Context: an optimization exercise on an open-source flow, tuned for small area, a short achievable clock period and few clock cycles. The choices shown serve that exercise and are no tape-out recipe. In this exercise RTL edits were held to simulation tests only and were not proved equivalent to the original. Power and IR drop assume default switching activity.

run 1:
## island_engine
module island_engine (
    input  wire         clk,
    input  wire         rst,
    input  wire         start_valid,
    output reg          start_ready,
    input  wire [63:0]  node_valid,
    input  wire [63:0]  node_lit,
    input  wire [7:0]   min_lit,
    input  wire [6:0]   lit_min,
    input  wire [7:0]   persist,
    input  wire         rebase,
    input  wire         br_valid,
    output reg          br_ready,
    input  wire [5:0]   br_a,
    input  wire [5:0]   br_b,
    input  wire         br_conn,
    input  wire         br_last,
    output reg          done,
    output reg  [6:0]   count,
    output reg  [6:0]   nlit,
    output reg  [6:0]   nvalid,
    output reg  [15:0]  open_br,
    output reg          eval_valid,
    output reg  [1:0]   kind,
    output reg          island_local,
    output reg  [6:0]   base,
    output reg  [6:0]   ref_count,
    output wire [383:0] root,
    output wire [63:0]  counted
);
Size: roughly 4,200 cells after synthesis, ~680 I/O pins, ~45,000 um^2 of cells after synthesis.
==> flow/config.mk <==
export PLATFORM = sky130hd
export DESIGN_NAME = island_engine
export DESIGN_NICKNAME = island_engine
export VERILOG_FILES = /design/flow/design.v
export SDC_FILE = /design/flow/constraint.sdc
export NUM_CORES = 4
export LEC_CHECK = 0
export CAP_MARGIN = 20
export CORE_MARGIN = 2
export CORE_UTILIZATION = 45
export CTS_CLUSTER_DIAMETER = 80
export CTS_CLUSTER_SIZE = 25
export SLEW_MARGIN = 20
==> flow/constraint.sdc <==
create_clock -name core_clock -period 10.0 [get_ports {clk}]
set_input_delay 2.0000 -clock core_clock [delete_from_list [all_inputs] [get_ports {clk}]]
set_output_delay 2.0000 -clock core_clock [all_outputs]
set_load 0.01 [all_outputs]
standard.sh (not shown) runs the stock make flow with config.mk's settings and CLKGATE_MAP_FILE= SYNTH_SCRIPT=/design/flow/synth_recipe.tcl, a recipe that flattens the netlist after the stock synthesis.
==> flow/flow/run.sh <==
#!/bin/bash
set -euo pipefail
export SETUP_SLACK_MARGIN=6.3
export BUFFER_PORTS_ARGS="-buffer_cell sky130_fd_sc_hd__buf_1"
bash standard.sh > standard_flow.log 2>&1
Testbench counts of run 1, summed over its fixed seeds: cycles 19,605.
Setup changes, run 1 to run 2
- CORE_UTILIZATION changed from 45 to 40
==> flow/flow/run.sh <==
#!/bin/bash
set -euo pipefail
export SETUP_SLACK_MARGIN=6.15
export BUFFER_PORTS_ARGS="-buffer_cell sky130_fd_sc_hd__buf_1"
bash standard.sh > standard_flow.log 2>&1
Results
Relative to run 1, wire length per cell after detailed routing decreased by about 1.6% in run 2. On total vias in the final route: between run 1 and run 2, it ends up higher for run 1. For the switching share of power, run 2 came in 0.28 points lower than run 1 did.
Here is what was changed in the inputs of run 3 compared with run 2.
==> flow/flow/run.sh <==
#!/bin/bash
set -euo pipefail
export SETUP_SLACK_MARGIN=6.3
export BUFFER_PORTS_ARGS="-buffer_cell sky130_fd_sc_hd__buf_1"
bash standard.sh > standard_flow.log 2>&1
Notes after the runs:
Taking run 2 as the reference, in run 3 number of global-route vias before repair stayed essentially flat, cell area after placement stayed essentially flat, required time at the endpoint of the critical path fell by 0.09 ns. In the final reports, the cell area of run 3 is larger than that of run 2.
The following lists how run 4 was set up differently from run 3:
- PLACE_DENSITY now 0.7, previously not set
==> comparison <==
- Summary of run 4 over run 3: synthesized-area fraction occupied by and/or/nand/nor cells held steady; highest achievable clock rate shrank by about 3%; number of post-CTS setup repair buffers shrank by about 17%; maximum VDD drop grew by about 7%.
- Run 3 → run 4: part of the power in the clock network down 0.8 points; final design instance area without fill stayed essentially flat; final routed wirelength across all metal layers rose by about 2.8%.
- Run 4 vs run 3, slew of the pin with the lowest slew margin went up by 0.042 ns.
Edits applied to the flow inputs when going from run 4 to run 5:
- removing PLACE_DENSITY (formerly 0.7)
==> flow/flow/run.sh <==
#!/bin/bash
set -euo pipefail
export SETUP_SLACK_MARGIN=6.45
export BUFFER_PORTS_ARGS="-buffer_cell sky130_fd_sc_hd__buf_1"
bash standard.sh > standard_flow.log 2>&1
==> notes.md <==
Run 5 finished end to end and its layout was clean on timing, DRC and antenna.
Run 4 completed; timing, DRC and antenna clean
Compared to run 4, run 5 has register-to-register slack 0.23 ns higher.
Going from run 4 to run 5, power dissipated in the clock network grows by about 10%.
Any difference in fraction of standard cell area in multi-input logic between run 4 and run 5 is small enough to ignore.
As far as number of global-route vias before repair is concerned, run 4 and run 5 perform about the same.
The following lists how run 6 was set up differently from run 5:
- CTS_CLUSTER_SIZE changed from 25 to 20
- CTS_CLUSTER_DIAMETER changed from 80 to 60
==> flow/flow/run.sh <==
#!/bin/bash
set -euo pipefail
export SETUP_SLACK_MARGIN=6.3
export BUFFER_PORTS_ARGS="-buffer_cell sky130_fd_sc_hd__buf_1"
bash standard.sh > standard_flow.log 2>&1
## What came out
Standard cell area after detailed placement of run 6 is on par with run 5.
Number of vias per cell, run 6 and run 5: higher on run 5
register to output pin as the type of the setup path with the least slack was reported by run 5, and register to register by run 6.
Looking at critical path's slowest cell, the sky130_fd_sc_hd__dfxtp_2 result is from run 6; the sky130_fd_sc_hd__edfxtp_1 one comes from run 5.
The higher source-to-sink clock delay at the later pin of the worst-skew pair came out of run 5.
Comparing run 6 and run 5, multi-input gate area in the final layout is lower on run 6.
The final reports for run 6 and run 5 show sequential cell area share lower in the former.
| via count | run 6 vs run 5 | ≈ equal |
Clock power deteriorates in run 6 relative to run 5.
Both conditions hold for run 6: the flow ran to the end and the final layout passed the timing, DRC and antenna checks.
Going from run 5 to run 6, routed wire length shrank slightly.
Count of state elements after synthesis: run 5 vs run 6, no meaningful difference

-- static timing again, ports no longer ideal --
Ports are ideal in the flow. The routed layouts listed here were re-timed in OpenROAD. Step 1 (the two cells are an assumption about what drives the block):
set clk [get_ports {clk}]
set_driving_cell -lib_cell sky130_fd_sc_hd__clkbuf_16 $clk
set_driving_cell -lib_cell sky130_fd_sc_hd__buf_2 [delete_from_list [all_inputs] $clk]
Step 2, shift: input delay + t, output delay - t, t = (earliest + latest rising clock arrival at the registers) / 2. This alone moves slack from input paths to output paths. Three values: no drivers, after step 1, after step 2; two values: the first two.
| run | t (ns) | setup slack, ns | clock arrival spread, ns |
|---|---|---|---|
| run 1 | 0.748 | 6.291 / 6.291 / 5.763 | 0.051 / 0.051 |
| run 2 | 0.746 | 6.197 / 6.197 / 5.660 | 0.060 / 0.061 |
| run 3 | 0.758 | 6.319 / 6.319 / 5.676 | 0.059 / 0.059 |
| run 4 | 0.760 | 6.204 / 6.204 / 5.702 | 0.062 / 0.062 |
| run 5 | 0.777 | 6.417 / 6.340 / 5.983 | 0.080 / 0.080 |
| run 6 | 0.752 | 6.272 / 6.272 / 5.705 | 0.051 / 0.050 |
After both steps every run listed still meets setup and hold. For run 3, which loses most, drivers alone change the setup slack by 0.000 ns; drivers and shift together by -0.643 ns.
